What follows belongs to an exercise in optimizing a design on an open flow for small area, a short achievable clock period and few clock cycles; a production flow would make more cautious choices. Where RTL was checked, it was by simulation tests only, not by an equivalence proof against the original.

==> module cc_pi, before the edit <==
module cc_pi (
    input  wire        clk,
    input  wire        rst,           
    input  wire        in_valid,
    output wire        in_ready,
    input  wire [31:0] in_e,
    input  wire [31:0] in_ff,
    input  wire [31:0] in_r,          
    input  wire [31:0] in_kp,
    input  wire [31:0] in_kit,
    input  wire [31:0] in_lo,
    input  wire [31:0] in_hi,
    input  wire [31:0] in_i0,
    output reg         out_valid,
    output wire [31:0] out_y,
    output wire [31:0] out_i,
    output reg         out_held
);
    function [31:0] flush(input [31:0] x);
        flush = (x[30:23] == 8'h00) ? {x[31], 31'd0} : x;
    endfunction
    function is_nan(input [31:0] x);
        is_nan = (x[30:23] == 8'hff) && (x[22:0] != 0);
    endfunction
    function is_fin(input [31:0] x);
        is_fin = (x[30:23] != 8'hff);
    endfunction
    function lt(input [31:0] a, input [31:0] b);
        if (is_nan(a) || is_nan(b))                  lt = 1'b0;
        else if (a[30:0] == 0 && b[30:0] == 0)       lt = 1'b0;
        else if (a[31] != b[31])                     lt = a[31];
        else if (!a[31])                             lt = a[30:0] < b[30:0];
        else                                         lt = a[30:0] > b[30:0];
    endfunction
    reg        rdy;
    reg [31:0] e, kp, ma, ff1, lo1, hi1, i01;
    reg        r1, n1;
    wire       acc_in = in_valid && rdy;
    wire       r_true = !in_r[31] && (in_r[30:23] >= 8'h7e) &&
                        !((in_r[30:23] == 8'hff) && (in_r[22:0] != 0));
    wire       nan_in = is_nan(in_e) || is_nan(in_ff);
    wire       short  = r_true || nan_in;
    always @(posedge clk) begin
        if (rdy) begin
            e   <= in_e;
            kp  <= in_kp;
            ff1 <= in_ff;
            lo1 <= in_lo;
            hi1 <= in_hi;
        end
        ma  <= vA ? kp : in_kit;
        i01 <= in_i0;
        r1  <= r_true;
        n1  <= nan_in;
    end
    reg  vA, vB, vC, vD;        
    reg  sA;                    
    reg  rD;                    
    reg  hD;                    
    reg  negD, posD, crossD;    
    reg  [31:0] m, acc, inew, st_i, y_r;
    reg  [31:0] lo2, hi2;
    wire [31:0] mr, ar;
    fp32_mul u_mul (.a(ma), .b(e), .y(mr));
    fp32_add u_add (.a(acc), .b(m), .y(ar));
    wire gt_hi = lt(hi2, ar);
    wire lt_lo = lt(ar, lo2);
    wire fin_n = is_fin(inew);
    wire live  = vD && !hD;
    wire tk_g  = rD || negD;                  
    wire tk_l  = rD || posD;                  
    wire upd_g = live && (fin_n || !tk_g);    
    wire upd_l = live && (fin_n || !tk_l);
    wire upd_e = live && fin_n;
    wire [31:0] hsel = (rD && crossD) ? lo2 : hi2;
    wire [31:0] y_g  = upd_g ? hsel : y_r;
    wire [31:0] y_l  = upd_l ? lo2 : y_r;
    wire [31:0] i_g  = (upd_g && tk_g) ? inew : st_i;
    wire [31:0] i_l  = (upd_l && tk_l) ? inew : st_i;
    wire [31:0] i_e  = upd_e ? inew : st_i;
    wire [31:0] y_nx = gt_hi ? y_g : (lt_lo ? y_l : (upd_e ? ar : y_r));
    wire [31:0] i_nx = gt_hi ? i_g : (lt_lo ? i_l : i_e);
    wire        keep = gt_hi ? !upd_g : (lt_lo ? !upd_l : !upd_e);
    always @(posedge clk) begin
        if (rst) begin
            rdy       <= 1'b1;
            vA        <= 1'b0;
            sA        <= 1'b0;
            vB        <= 1'b0;
            vC        <= 1'b0;
            vD        <= 1'b0;
            st_i      <= 32'h00000000;
            y_r       <= 32'h00000000;
            out_valid <= 1'b0;
            out_held  <= 1'b0;
        end else begin
            rdy <= !(acc_in && !short) && !vA;
            vA  <= acc_in && !short;
            sA  <= acc_in && short;
            vB  <= vA;
            vC  <= vB;
            vD  <= vC || sA;
            out_valid <= vD;
            out_held  <= keep;
            st_i      <= i_nx;
            y_r       <= y_nx;
        end
    end
    wire ld_d = vC || sA;
    always @(posedge clk) begin
        m      <= ld_d ? flush(ff1) : mr;
        acc    <= vA ? i_nx : (sA ? flush(i01) : ar);
        inew   <= sA ? flush(i01) : acc;
        rD     <= sA && r1;
        hD     <= sA && !r1;
        negD   <= e[31] && (e[30:23] != 8'h00);
        posD   <= !e[31] && (e[30:23] != 8'h00);
        crossD <= lt(flush(hi1), flush(lo1));
        lo2    <= flush(lo1);
        hi2    <= flush(hi1);
    end
    assign in_ready = rdy;
    assign out_y    = y_r;
    assign out_i    = st_i;
endmodule
export LEC_CHECK = 0
export ABC_AREA = 1
export CAP_MARGIN = 20
export CORE_MARGIN = 2
export CORE_UTILIZATION = 40
export SLEW_MARGIN = 20
create_clock -name core_clock -period 30.0 [get_ports {clk}]
standard.sh (not shown) runs the stock make flow with config.mk's settings and CLKGATE_MAP_FILE= SYNTH_SCRIPT=/design/flow/synth_recipe.tcl, a recipe that flattens the netlist after the stock synthesis.
==> flow/flow/run.sh <==
#!/bin/bash
# Standard layout (the standard.sh, unchanged synthesis and steps), with
# repair_timing asked to aim for a larger setup slack than the clock needs,
# so that it shortens the critical paths. Constraints are the design's.
set -euo pipefail
MARGIN=${MARGIN:-$(cat flow/margin.txt)}
bash standard.sh finish SETUP_SLACK_MARGIN=$MARGIN > flow_make.log 2>&1
==> flow/flow/margin.txt <==
19
Change:
--- a/flow/design.v
+++ b/flow/design.v
@@ -866,11 +866,11 @@
     always @(posedge clk) begin
         if (rdy) begin
             e   <= in_e;
-            kp  <= in_kp;
             ff1 <= in_ff;
             lo1 <= in_lo;
             hi1 <= in_hi;
         end
+        kp  <= in_kp;
         ma  <= vA ? kp : in_kit;
         i01 <= in_i0;
         r1  <= r_true;
Outcome:
- hold slack improves by 0.012 ns
- setup slack degrades by 0.14 ns
- sequential share of layout area is lower by 0.56 points
- design area hardly moves
- synthesized cell count is higher by about 0.43%
- count of clock-buffer cells in the layout is lower by 3
- cell count is higher by about 0.5%
- synthesized area hardly moves
- utilization is higher by 0.45 points
- maximum frequency is lower by about 1.3%
Testbench counts after the change, summed over its fixed seeds: cycles 9,352.
Function not checked in the first run of this note: the RTL went through the layout flow alone.


cc_pi, a different RTL version from the one above (not shown whole).
For scale: ~460 flip-flops, about 330 I/O pins, ~49,000 um2 of cells after synthesis.
clock: 30.0 ns
lec_check: 0
abc_area: 1
cap_margin: 20
core_margin: 2
core_utilization: 40
slew_margin: 20
==> flow/flow/margin.txt <==
16
Scripts as last shown in full above: flow/flow/run.sh
Testbench counts at the start, summed over its fixed seeds: cycles 9,352.
Change:
--- a/flow/design.v
+++ b/flow/design.v
@@ -828,9 +828,9 @@
         else if (!a[31])                             lt = a[30:0] < b[30:0];
         else                                         lt = a[30:0] > b[30:0];
     endfunction
     reg        rdy;
-    reg [31:0] e, kp, ma, ff1, lo1, hi1, i01;
+    reg [31:0] e, kp, kit, ff1, lo1, hi1, i01;
     reg        r1, n1;
     wire       acc_in = in_valid && rdy;
     wire       r_true = !in_r[31] && (in_r[30:23] >= 8'h7e) &&
                         !((in_r[30:23] == 8'hff) && (in_r[22:0] != 0));
@@ -843,9 +843,9 @@
             ff1 <= in_ff;
             lo1 <= in_lo;
             hi1 <= in_hi;
         end
-        ma  <= vA ? kp : in_kit;
+        kit <= in_kit;
         i01 <= in_i0;
         r1  <= r_true;
         n1  <= nan_in;
     end
@@ -856,10 +856,12 @@
     reg  negD, posD, crossD;    
     reg  [31:0] m, acc, inew, st_i, y_r;
     reg  [31:0] lo2, hi2;
     wire [31:0] mr, ar;
-    fp32_mul u_mul (.a(ma), .b(e), .y(mr));
-    fp32_add u_add (.a(acc), .b(m), .y(ar));
+    fp32_mul u_mul (.a(flush(vA ? kit : kp)), .b(flush(e)), .y(mr));
+    wire        x_st = vB;
+    wire [31:0] ax   = x_st ? st_i : acc;
+    fp32_add u_add (.a(ax), .b(m), .y(ar));
     wire gt_hi = lt(hi2, ar);
     wire lt_lo = lt(ar, lo2);
     wire fin_n = is_fin(inew);
     wire live  = vD && !hD;
@@ -904,9 +906,9 @@
     end
     wire ld_d = vC || sA;
     always @(posedge clk) begin
         m      <= ld_d ? flush(ff1) : mr;
-        acc    <= vA ? i_nx : (sA ? flush(i01) : ar);
+        acc    <= sA ? flush(i01) : ar;
         inew   <= sA ? flush(i01) : acc;
         rD     <= sA && r1;
         hD     <= sA && !r1;
         negD   <= e[31] && (e[30:23] != 8'h00);
Outcome:
- The new run passed the timing, design-rule and antenna checks
- count of clock-buffer cells in the layout shrinks by 1
- final cell count shrinks by a few percent
- design area barely changes
- utilization grows by 0.90 points
- wire length grows slightly
Function not checked in the second run of this note: the RTL went through the layout flow alone.


cc_pi, a different RTL version from the one above (not shown whole).
Size in the first run: ~6,800 cells after synthesis, about 330 I/O pins, about 50,000 µm² of cells after synthesis.
==> module cc_pi, before the edit <==
module cc_pi (
    input  wire        clk,
    input  wire        rst,           
    input  wire        in_valid,
    output wire        in_ready,
    input  wire [31:0] in_e,
    input  wire [31:0] in_ff,
    input  wire [31:0] in_r,          
    input  wire [31:0] in_kp,
    input  wire [31:0] in_kit,
    input  wire [31:0] in_lo,
    input  wire [31:0] in_hi,
    input  wire [31:0] in_i0,
    output reg         out_valid,
    output wire [31:0] out_y,
    output wire [31:0] out_i,
    output reg         out_held
);
    function [31:0] flush(input [31:0] x);
        flush = (x[30:23] == 8'h00) ? {x[31], 31'd0} : x;
    endfunction
    function is_nan(input [31:0] x);
        is_nan = (x[30:23] == 8'hff) && (x[22:0] != 0);
    endfunction
    function is_fin(input [31:0] x);
        is_fin = (x[30:23] != 8'hff);
    endfunction
    function lt(input [31:0] a, input [31:0] b);
        if (is_nan(a) || is_nan(b))                  lt = 1'b0;
        else if (a[30:0] == 0 && b[30:0] == 0)       lt = 1'b0;
        else if (a[31] != b[31])                     lt = a[31];
        else if (!a[31])                             lt = a[30:0] < b[30:0];
        else                                         lt = a[30:0] > b[30:0];
    endfunction
    reg        rdy;
    reg [31:0] e, kp, kit, ff1, lo1, hi1, i01;
    reg        r1, n1;
    wire       acc_in = in_valid && rdy;
    wire       r_true = !in_r[31] && (in_r[30:23] >= 8'h7e) &&
                        !((in_r[30:23] == 8'hff) && (in_r[22:0] != 0));
    wire       nan_in = is_nan(in_e) || is_nan(in_ff);
    wire       short  = r_true || nan_in;
    always @(posedge clk) begin
        if (rdy) begin
            e   <= in_e;
            kp  <= in_kp;
            kit <= in_kit;
            ff1 <= in_ff;
            lo1 <= in_lo;
            hi1 <= in_hi;
            i01 <= in_i0;
            r1  <= r_true;
            n1  <= nan_in;
        end
    end
    reg  vA, vB, vC, vD;        
    reg  sA;                    
    reg  rD;                    
    reg  hD;                    
    reg  negD, posD, crossD;    
    reg  [31:0] m, acc, inew, st_i, y_r;
    reg  [31:0] lo2, hi2;
    wire [31:0] mr, ar;
    fp32_mul u_mul (.a(flush(vA ? kit : kp)), .b(flush(e)), .y(mr));
    wire        x_st = vB;
    wire [31:0] ax   = x_st ? st_i : acc;
    fp32_add u_add (.a(ax), .b(m), .y(ar));
    wire gt_hi = lt(hi2, ar);
    wire lt_lo = lt(ar, lo2);
    reg  [31:0] y_new, i_new;
    always @(*) begin
        if (rD) begin
            i_new = inew;
            if (gt_hi)      y_new = crossD ? lo2 : hi2;
            else if (lt_lo) y_new = lo2;
            else            y_new = ar;
        end else if (gt_hi) begin
            y_new = hi2;
            i_new = negD ? inew : st_i;
        end else if (lt_lo) begin
            y_new = lo2;
            i_new = posD ? inew : st_i;
        end else begin
            y_new = ar;
            i_new = inew;
        end
    end
    wire keep = hD || !is_fin(i_new);
    always @(posedge clk) begin
        if (rst) begin
            rdy       <= 1'b1;
            vA        <= 1'b0;
            sA        <= 1'b0;
            vB        <= 1'b0;
            vC        <= 1'b0;
            vD        <= 1'b0;
            st_i      <= 32'h00000000;
            y_r       <= 32'h00000000;
            out_valid <= 1'b0;
            out_held  <= 1'b0;
        end else begin
            rdy <= !(acc_in && !short) && !vA;
            vA  <= acc_in && !short;
            sA  <= acc_in && short;
            vB  <= vA;
            vC  <= vB;
            vD  <= vC || sA;
            out_valid <= vD;
            out_held  <= keep;
            if (vD && !keep) begin
                st_i <= i_new;
                y_r  <= y_new;
            end
        end
    end
    always @(posedge clk) begin
        if (vA)
            m <= mr;
        if (vB) begin
            m    <= mr;
            acc  <= ar;
            inew <= ar;
        end
        if (vC || sA) begin
            rD     <= sA && r1;
            hD     <= sA && !r1;
            negD   <= e[31] && (e[30:23] != 8'h00);
            posD   <= !e[31] && (e[30:23] != 8'h00);
            crossD <= lt(flush(hi1), flush(lo1));
            lo2    <= flush(lo1);
            hi2    <= flush(hi1);
            m      <= flush(ff1);
        end
        if (vC)
            acc <= ar;
        if (sA) begin
            acc  <= flush(i01);
            inew <= flush(i01);
        end
    end
    assign in_ready = rdy;
    assign out_y    = y_r;
    assign out_i    = st_i;
endmodule
export LEC_CHECK = 0
export ABC_AREA = 1
export CAP_MARGIN = 20
export CORE_MARGIN = 2
export CORE_UTILIZATION = 40
export SLEW_MARGIN = 20
create_clock -name core_clock -period 30.0 [get_ports {clk}]
Scripts as last shown in full above: flow/flow/run.sh, flow/flow/margin.txt
The starting point completed with no timing, DRC or antenna violations.
Rerun with:
--- a/flow/design.v
+++ b/flow/design.v
@@ -862,27 +862,24 @@
     wire [31:0] ax   = x_st ? st_i : acc;
     fp32_add u_add (.a(ax), .b(m), .y(ar));
     wire gt_hi = lt(hi2, ar);
     wire lt_lo = lt(ar, lo2);
-    reg  [31:0] y_new, i_new;
-    always @(*) begin
-        if (rD) begin
-            i_new = inew;
-            if (gt_hi)      y_new = crossD ? lo2 : hi2;
-            else if (lt_lo) y_new = lo2;
-            else            y_new = ar;
-        end else if (gt_hi) begin
-            y_new = hi2;
-            i_new = negD ? inew : st_i;
-        end else if (lt_lo) begin
-            y_new = lo2;
-            i_new = posD ? inew : st_i;
-        end else begin
-            y_new = ar;
-            i_new = inew;
-        end
-    end
-    wire keep = hD || !is_fin(i_new);
+    wire fin_n = is_fin(inew);
+    wire live  = vD && !hD;
+    wire tk_g  = rD || negD;                  
+    wire tk_l  = rD || posD;                  
+    wire upd_g = live && (fin_n || !tk_g);    
+    wire upd_l = live && (fin_n || !tk_l);
+    wire upd_e = live && fin_n;
+    wire [31:0] hsel = (rD && crossD) ? lo2 : hi2;
+    wire [31:0] y_g  = upd_g ? hsel : y_r;
+    wire [31:0] y_l  = upd_l ? lo2 : y_r;
+    wire [31:0] i_g  = (upd_g && tk_g) ? inew : st_i;
+    wire [31:0] i_l  = (upd_l && tk_l) ? inew : st_i;
+    wire [31:0] i_e  = upd_e ? inew : st_i;
+    wire [31:0] y_nx = gt_hi ? y_g : (lt_lo ? y_l : (upd_e ? ar : y_r));
+    wire [31:0] i_nx = gt_hi ? i_g : (lt_lo ? i_l : i_e);
+    wire        keep = gt_hi ? !upd_g : (lt_lo ? !upd_l : !upd_e);
     always @(posedge clk) begin
         if (rst) begin
             rdy       <= 1'b1;
             vA        <= 1'b0;
@@ -902,12 +899,10 @@
             vC  <= vB;
             vD  <= vC || sA;
             out_valid <= vD;
             out_held  <= keep;
-            if (vD && !keep) begin
-                st_i <= i_new;
-                y_r  <= y_new;
-            end
+            st_i      <= i_nx;
+            y_r       <= y_nx;
         end
     end
     always @(posedge clk) begin
         if (vA)
Outcome: Cell area fell slightly. Worst hold slack is about the same. Global-route usage rose by 0.30 points. Clock-buffer cell count fell by 7. Routed wire length grows slightly. First-iteration DRC count climbs by about a fifth. Worst setup slack gets better by 6.8 ps. Clock skew rose by 10 ps.
Function was not checked in any run of this note: the RTL went through the layout flow alone.

[afterwards: timing with drivers on the ports]
The flow's constraints put no driver on any port. The routed layouts listed below were extracted and timed again, unchanged, in two steps. Step 1 sets driving cells, clkbuf_16 on the clock port and buf_2 on the other inputs (assumed; they add their load-dependent delay and slew). Step 2 also shifts input and output timing later by t, the mid clock arrival at the registers, as if the neighbouring blocks saw the same clock. Three values: no drivers, after step 1, after step 2; two values: the first two.
| run | t, ns | setup WS [ns] | worst setup path after step 2 | latest minus earliest clock arrival (ns) |
|---|---|---|---|---|
| the first run of note 1 | 0.708 | 19.426 / 19.426 / 19.426 | register to register | 0.074 / 0.074 |
| the second run of note 1 | 0.760 | 19.290 / 19.290 / 19.290 | register to register | 0.047 / 0.046 |
| the first run of note 2 | 0.712 | 16.873 / 16.873 / 16.873 | register to register | 0.083 / 0.083 |
| the second run of note 2 | 0.673 | 16.919 / 16.919 / 16.919 | register to register | 0.024 / 0.023 |
| the first run of note 3 | 0.738 | 16.674 / 16.674 / 16.674 | register to register | 0.031 / 0.032 |
| the second run of note 3 | 0.689 | 16.681 / 16.681 / 16.681 | register to register | 0.037 / 0.038 |
After both steps every run listed still meets setup and hold.
